From an optimization exercise on the open Yosys and OpenROAD flow, aimed at small area, a short achievable clock period and few clock cycles per item; shortcuts taken in it are not production practice.
Function was checked by simulation only, so behaviour that the tests miss may differ from the original.
Power is estimated from default activity; no workload was simulated.

==> design.v <==
module tmu_stats (
    input  wire         clk,
    input  wire         rst,
    input  wire         in_valid,
    output wire         in_ready,
    input  wire [47:0]  in_count,
    input  wire [95:0]  in_sum,
    input  wire [127:0] in_sumsq,
    output reg          out_valid,
    output reg  [63:0]  out_mean,
    output reg  [63:0]  out_stddev
);
    localparam [2:0] S_IDLE = 3'd0,
                     S_MUL  = 3'd1,
                     S_DIVM = 3'd2,
                     S_DIVV = 3'd3,
                     S_SQRT = 3'd4;
    localparam DW = 137;    
    localparam RW = 67;     
    reg [2:0]   state;
    reg [7:0]   step;
    reg         neg;         
    reg [47:0]  n;           
    reg [63:0]  sabs;        
    reg [63:0]  mul_b;       
    reg [63:0]  mul_bs;
    reg [127:0] mc_q;        
    reg [65:0]  mc_n;        
    reg [127:0] mc_s;        
    reg [127:0] p_nq;
    reg [65:0]  p_nn;
    reg [127:0] p_ss;
    reg [DW-1:0] dv_q;       
    reg [RW-1:0] dv_r;       
    reg [65:0]   dv_d;       
    reg [73:0]  sq_v;        
    reg [38:0]  sq_r;        
    reg [36:0]  sq_t;        
    reg         v_exact;     
    assign in_ready = (state == S_IDLE);
    wire [RW-1:0] dv_sh  = {dv_r[RW-2:0], dv_q[DW-1]};
    wire [RW:0]   dv_sub = {1'b0, dv_sh} - {{(RW+1-66){1'b0}}, dv_d};
    wire          dv_ge  = ~dv_sub[RW];
    wire [RW-1:0] dv_r_nx = dv_ge ? dv_sub[RW-1:0] : dv_sh;
    wire [73:0]   dv_t    = {dv_q[72:0], dv_ge};          
    wire          dv_zero = (dv_r_nx == {RW{1'b0}});      
    wire [63:0]   mean_abs = round_t(dv_t, dv_zero);
    wire [40:0]   sq_sh  = {sq_r, sq_v[73:72]};
    wire [41:0]   sq_sub = {1'b0, sq_sh} - {3'b0, sq_t, 2'b01};
    wire          sq_ge  = ~sq_sub[41];
    function [63:0] round_t;
        input [73:0] t;
        input        exact;
        reg   [73:0] k;
        begin
            k = t >> 1;
            if (t[0] && !(exact && !k[0]))
                k = k + 74'd1;
            round_t = k[63:0];
        end
    endfunction
    wire [127:0] var_num = p_nq - p_ss;    
    always @(posedge clk) begin
        if (rst) begin
            state     <= S_IDLE;
            out_valid <= 1'b0;
            step      <= 8'd0;
        end else begin
            out_valid <= 1'b0;
            case (state)
            S_IDLE: begin
                if (in_valid) begin
                    n    <= in_count;
                    neg  <= in_sum[95];
                    sabs <= in_sum[95] ? (~in_sum[63:0] + 64'd1) : in_sum[63:0];
                    mc_q <= in_sumsq;
                    if (in_count == 48'd0) begin
                        out_valid  <= 1'b1;
                        out_mean   <= 64'd0;
                        out_stddev <= 64'd0;
                    end else begin
                        state <= S_MUL;
                        step  <= 8'd0;
                    end
                end
            end
            S_MUL: begin
                if (step == 8'd0) begin
                    mul_b  <= {16'd0, n};
                    mul_bs <= sabs;
                    mc_n   <= {18'd0, n};
                    mc_s   <= {64'd0, sabs};
                    p_nq   <= 128'd0;
                    p_nn   <= 66'd0;
                    p_ss   <= 128'd0;
                    step   <= 8'd1;
                end else begin
                    if (mul_b[0]) begin
                        p_nq <= p_nq + mc_q;
                        p_nn <= p_nn + mc_n;
                    end
                    if (mul_bs[0])
                        p_ss <= p_ss + mc_s;
                    mul_b  <= mul_b >> 1;
                    mul_bs <= mul_bs >> 1;
                    mc_q   <= mc_q << 1;
                    mc_n   <= mc_n << 1;
                    mc_s   <= mc_s << 1;
                    if (step == 8'd64) begin
                        state <= S_DIVM;
                        step  <= 8'd0;
                        dv_q  <= {{(DW-69){1'b0}}, sabs, 5'd0};
                        dv_r  <= {RW{1'b0}};
                        dv_d  <= {18'd0, n};
                    end else begin
                        step <= step + 8'd1;
                    end
                end
            end
            S_DIVM, S_DIVV: begin
                dv_r <= dv_r_nx;
                dv_q <= {dv_q[DW-2:0], dv_ge};
                if (step == DW - 1) begin
                    step <= 8'd0;
                    if (state == S_DIVM) begin
                        out_mean <= neg ? (64'd0 - mean_abs) : mean_abs;
                        state <= S_DIVV;
                        dv_q  <= {var_num[126:0], 10'd0};
                        dv_r  <= {RW{1'b0}};
                        dv_d  <= p_nn;
                    end else begin
                        state <= S_SQRT;
                        sq_v  <= dv_t;
                        sq_r  <= 39'd0;
                        sq_t  <= 37'd0;
                        v_exact <= dv_zero;
                    end
                end else begin
                    step <= step + 8'd1;
                end
            end
            S_SQRT: begin
                sq_r <= sq_ge ? sq_sub[38:0] : sq_sh[38:0];
                sq_t <= {sq_t[35:0], sq_ge};
                sq_v <= sq_v << 2;
                if (step == 8'd36) begin
                    out_stddev <= round_t({37'd0, sq_t[35:0], sq_ge},
                                          v_exact && ((sq_ge ? sq_sub[38:0] : sq_sh[38:0]) == 39'd0));
                    out_valid  <= 1'b1;
                    state      <= S_IDLE;
                    step       <= 8'd0;
                end else begin
                    step <= step + 8'd1;
                end
            end
            default: state <= S_IDLE;
            endcase
        end
    end
endmodule
==> run.sh <==
#!/bin/bash
# synth_recipe.tcl (not shown) runs the flow's synth.tcl, then flattens the netlist and writes it again
# the make line also repeats each setting of config.mk as NAME=value (left out here)
make -C /OpenROAD-flow-scripts/flow DESIGN_CONFIG=/design/flow/config.mk WORK_HOME=/design/flow/orfs CLKGATE_MAP_FILE= SYNTH_SCRIPT=/design/flow/synth_recipe.tcl finish
==> config.mk <==
export PLATFORM = sky130hd
export DESIGN_NAME = tmu_stats
export DESIGN_NICKNAME = tmu_stats
export VERILOG_FILES = /design/flow/design.v
export SDC_FILE = /design/flow/constraint.sdc
export NUM_CORES = 4
export LEC_CHECK = 0
export CAP_MARGIN = 20
export CORE_MARGIN = 2
export CORE_UTILIZATION = 40
export SLEW_MARGIN = 20
==> constraint.sdc <==
create_clock -name core_clock -period 10.0 [get_ports {clk}]
set_input_delay 2.0000 -clock core_clock [delete_from_list [all_inputs] [get_ports {clk}]]
set_output_delay 2.0000 -clock core_clock [all_outputs]
set_load 0.01 [all_outputs]
==> impl_results.md <==
* Clock buffer depth at 3
* Reg clk slew, reported paths at about 0.06 ns
* ANT nets after route at 0
* Global route overflow at 0
* Via-to-Cell Ratio at 5.59
* Total core area at between 200000 and 250000 sq um
* Worst reg2reg path depth at 22
* Required @ worst endpoint at ~11 ns
* Die area at around 230000 sq um
* Final Skew at around 0.05 ns
* Post-DP HPWL at ~200000 um
* Synth area leaders: edfxtp_1 45%, ha_1 7.5%, nand2_1 6.3%, xnor2_1 4.1%, a21oi_1 4.0%
* RePlAce Congestion at between 0.9 and 1
* Worst stage delay on the critical path at roughly 0.63 ns
* Fin crit period at 8.27 ns
* Finished Cell Area at 104000 sq um
* Post-Synth Adder-Cell Area at 7.62%
* Share of the synthesized area in the top cell type at about 45%
* Worst relative slew slack at about a fifth
* Die X at just under 500 um
* H-tree depth at 4
* Non-Filler Instances at 13080
* Site row count at between 150 and 200
* Sequential Power Share at roughly a third
* Drt first pass iters at 6
* Switching Fraction at 39.1%
* Outcome: timing/DRC/antenna clean
* CTS Hold Bufs at 0
* Netlist cell types at between 100 and 150
* Root Buffer: clkbuf_16
* Final Hold Fails at 0
* Share of total power in the clock network at 24.6%
* Max_cap viols at 0
* Commonest cells post-synth: 1551 x nand2_1, 1386 x edfxtp_1, 867 x nor2_1, 741 x a21oi_1, 553 x ha_1
* Min-Delay Startpoint: sq_v[46]
* Data arrival time of the critical path at 8.82 ns
* Fill cell count at around 22000
* Initial antenna violation count at 26
* EDFF count, synth at ~1400
* Largest family of logic cells by synthesized area: simple AND/OR/NAND/NOR gates
* Layout cells sized above 1 at around 5.6%
* Buf+Inv Stages, Crit Path at 1
* Most frequent cell after synthesis: nand2_1
* Final nets at 10732
* CTS Buf Count at roughly 170
* Critical setup path kind: flop to flop
* I/O pin count at about 410
* Vias in the first global route at 69970
* Final Max Slew Viols at 0
* Synth Register Bits at between 1000 and 1500
* Peak supply drop at about 0.00019 V
* Die Span Y at approximately 480 um
* Post-synthesis mux area share at 1.93%
* Synthesis Warnings at 1
* Least-Margin Pin Slew at ~1.2 ns
* Worst Hold Path Cells at 2
* Crit Reg-Reg Endpoint: out_mean[54]
* Placed cell area at ~98000 sq um
* Maximum clock rate at ~120 MHz
* FF-to-FF Start: dv_r[14]
* Switching power at 9910 uW
* Hold WC Path Type: flop to flop
* Post-synthesis simple-gate area fraction at between 10% and 20%
* Cell-internal power at between 15000 and 20000 uW
* Combinational share of power at 40.7%
* Crit-path max FO at approximately 50
* First-pass GRT wire length at roughly 420000 um
* Detailed Route Iter0 Violations at ~6500
* Synthesized instance count at 9762
* # clock sinks at ~1400
* Mean Syn Cell Area at about 9.4 sq um
* Starting Density at 40.2%
* Pwr Density at 244 nW/um^2
* Final WL at ~270000 um
* CP top delay family: simple AND/OR/NAND/NOR gates
* Routed WL per cell at 20.8 um
* Inst Count DP at about 13000
* Residual DRC at 0
* RSZ-0062 raised after global routing: no
* Post-cts sizing count at 0
* GRT Overall Usage at 22.7%
* Buffers on Ports at 345
* Place WS at between 1.5 and 2 ns
* Post-synthesis compound-gate area fraction at between 10% and 20%
* Worst-skew pair later-pin latency at roughly 0.85 ns
* LEAKAGE at just over 0.04 uW
* Area share of xor/xnor cells in the synthesized design at between 6 and 7%
* Layout area overhead at 12.8%
* Area leader, netlist: edfxtp_1
* Worst Hold End: sq_v[48]
* Seq/Total Area, Yosys at between 40% and 50%
* CP Launch Type: flop
* R2R Setup Slk at between 1.5 and 2 ns
* Ys flop type: edfxtp_1
* Sequential Area at around 42000 sq um
* Via count at 73053
* Final setup vio count at 0
* TritonCTS clock tree: yes
* Async SR Flop Fraction at 0%
* Slowest CP cell: nor4_1
* Fin crit share at 82.7%
* Final Util at between 40% and 50%
* Final WS setup at 1.73 ns
* Cell breakdown of the critical path: ha_1 > nand4_1 > nor4_1 > o21ai_0 > and4_1 > a21o_1 > o21ai_4 > buf_4 > a31oi_1 > a2111oi_2 > and2b_1 > nand2_1 > a31oi_1 > ha_1 > nand2_1 > nor2_1 > a22oi_2 > and3b_1 > nand3_1 > o41ai_1 > xor2_1 > nor2_1
* Critical path endpoint category: flop
* Largest net degree at the start of global routing at ~190
* Mapped Area at around 90000 sq um
* Post-CTS setup buffers at 0
* Pwr Total at around 25000 uW
* Area of the multi-input gates at between 40000 and 50000 sq um
-- how the worst max path moves through the flow --
stage	startpoint	slack, ns	to	depth (start not counted)
6_report	dv_r[14]	1.73	out_mean[54]	22
5_1_grt	dv_r[14]	1.24	out_mean[54]	22
4_1_cts	dv_r[14]	1.79	out_mean[54]	22
3_5_place_dp	in_sum[4]	1.53	sabs[58]	15
3_3_place_gp	in_sum[4]	1.59	sabs[58]	15
2_1_floorplan	rst	-1.51	p_nn[0]	2
-- stage by stage --
stage	TNS, ns	hold slack [ns]
5_1_grt	0	0.514
2_1_floorplan	-293.60	0.466
4_1_cts	0	0.505
6_report	0	0.503
3_3_place_gp	0	0.486
3_5_place_dp	0	0.497
-- final cells by class --
cell class | instances | share of cell area [%]
clock inverters | 110 | 1.19
inverters | 428 | 1.55
clock buffers | 197 | 4.15
diodes | 17 | 0.0409
flip-flops and latches | 1398 | 40.3
repair buffers | 404 | 3.86
multi-input cells | 7500 | 45.3
well taps | 3026 | 3.64
-- worst register-to-register path: stages (launching register included) --
cell       delay, ns
edfxtp_1        0.50
ha_1            0.45
nand4_1         0.20
nor4_1          0.63
o21ai_0         0.39
and4_1          0.30
a21o_1          0.26
o21ai_4         0.41
buf_4           0.61
a31oi_1         0.29
a2111oi_2       0.59
and2b_1         0.60
nand2_1         0.15
a31oi_1         0.27
ha_1            0.22
nand2_1         0.07
nor2_1          0.12
a22oi_2         0.16
and3b_1         0.29
nand3_1         0.60
o41ai_1         0.64
xor2_1          0.19
nor2_1          0.05
-- registers in the layout, indices dropped and copies added, names as in the netlist, 37 cells and up --
name        cells
sq_t           37
sq_r           39
mul_b          48
dv_r           66
sabs           64
sq_v           74
p_nq          127
mul_bs         64
dv_q          137
dv_d           66
out_stddev     37
mc_q          127
n              48
p_ss          127
mc_s          127
out_mean       64
mc_n           66
p_nn           66
-- logic make-up (layout without fill, tap and decap cells) --
kind of cell | Yosys count | in the layout
AOI/OAI and AO/OA | 2393 | 2393
xor gates and xnor gates | 682 | 682
adders and majority gates | 558 | 558
buffers and inverters | 890 | 1139
DFF | 1398 | 1398
muxes | 160 | 160
other | 1 | 44
and+or+nand+nor | 3680 | 3680
-- power by group through the flow --
stage | sequential (uW) | combinational [uW] | clock, uW
2_1_floorplan | 8640 | 7630 | 0
3_3_place_gp | 8890 | 10100 | 0
3_5_place_dp | 8900 | 10200 | 0
4_1_cts | 8790 | 10300 | 6380
5_1_grt | 8880 | 11500 | 6610
6_report | 8800 | 10300 | 6230
-- per-layer routing --
layer / track usage [%] / part of all wire, % / up-vias
met4: 8.69 / 3.5 / 2
met5: 0 / 0.0048 / -
met1: 32.9 / 47 / 35104
met3: 2.57 / 5.3 / 354
met2: 34.5 / 44 / 2056
li1: - / - / 35537
-- layout by cell type, fill, tap and decap left out, types with 70 or more instances in the layout --
cell type / count
nand3_1: 227
nand4_1: 145
nand2_1: 1548
nand2b_1: 87
a31oi_1: 83
o21bai_1: 129
clkdlybuf4s50_1: 344
xor2_1: 252
inv_1: 428
xnor2_1: 430
nor2b_1: 95
a21oi_1: 740
o21a_1: 70
edfxtp_1: 1386
nor2_1: 865
mux2_2: 129
o21ai_0: 516
and3_1: 110
a21o_1: 381
and2_1: 179
clkbuf_16: 168
nor3_1: 141
ha_1: 553
Testbench counts, summed over its fixed seeds: cycles 904,808, items 2,400.

==> static timing again, ports no longer ideal <==
Ports are ideal in the flow. The routed layout listed here was re-timed in OpenROAD. Step 1 assumes that a clkbuf_16 drives the clock port and a buf_2 every other input. Step 2 times the ports against the registers' clock, not the clock port: input delays grow and output delays shrink by t, the midpoint of the rising clock arrivals with the driver on. Slacks: ideal / step 1 / step 2; pairs: ideal / step 1.
t, ns: 0.906
setup WS [ns]: 1.728 / 1.728 / 1.449
worst data-port slew with drivers (ns): 0.28
After both steps this run still meets setup and hold. For this run, drivers alone change the setup slack by 0.000 ns; drivers and shift together by -0.279 ns.
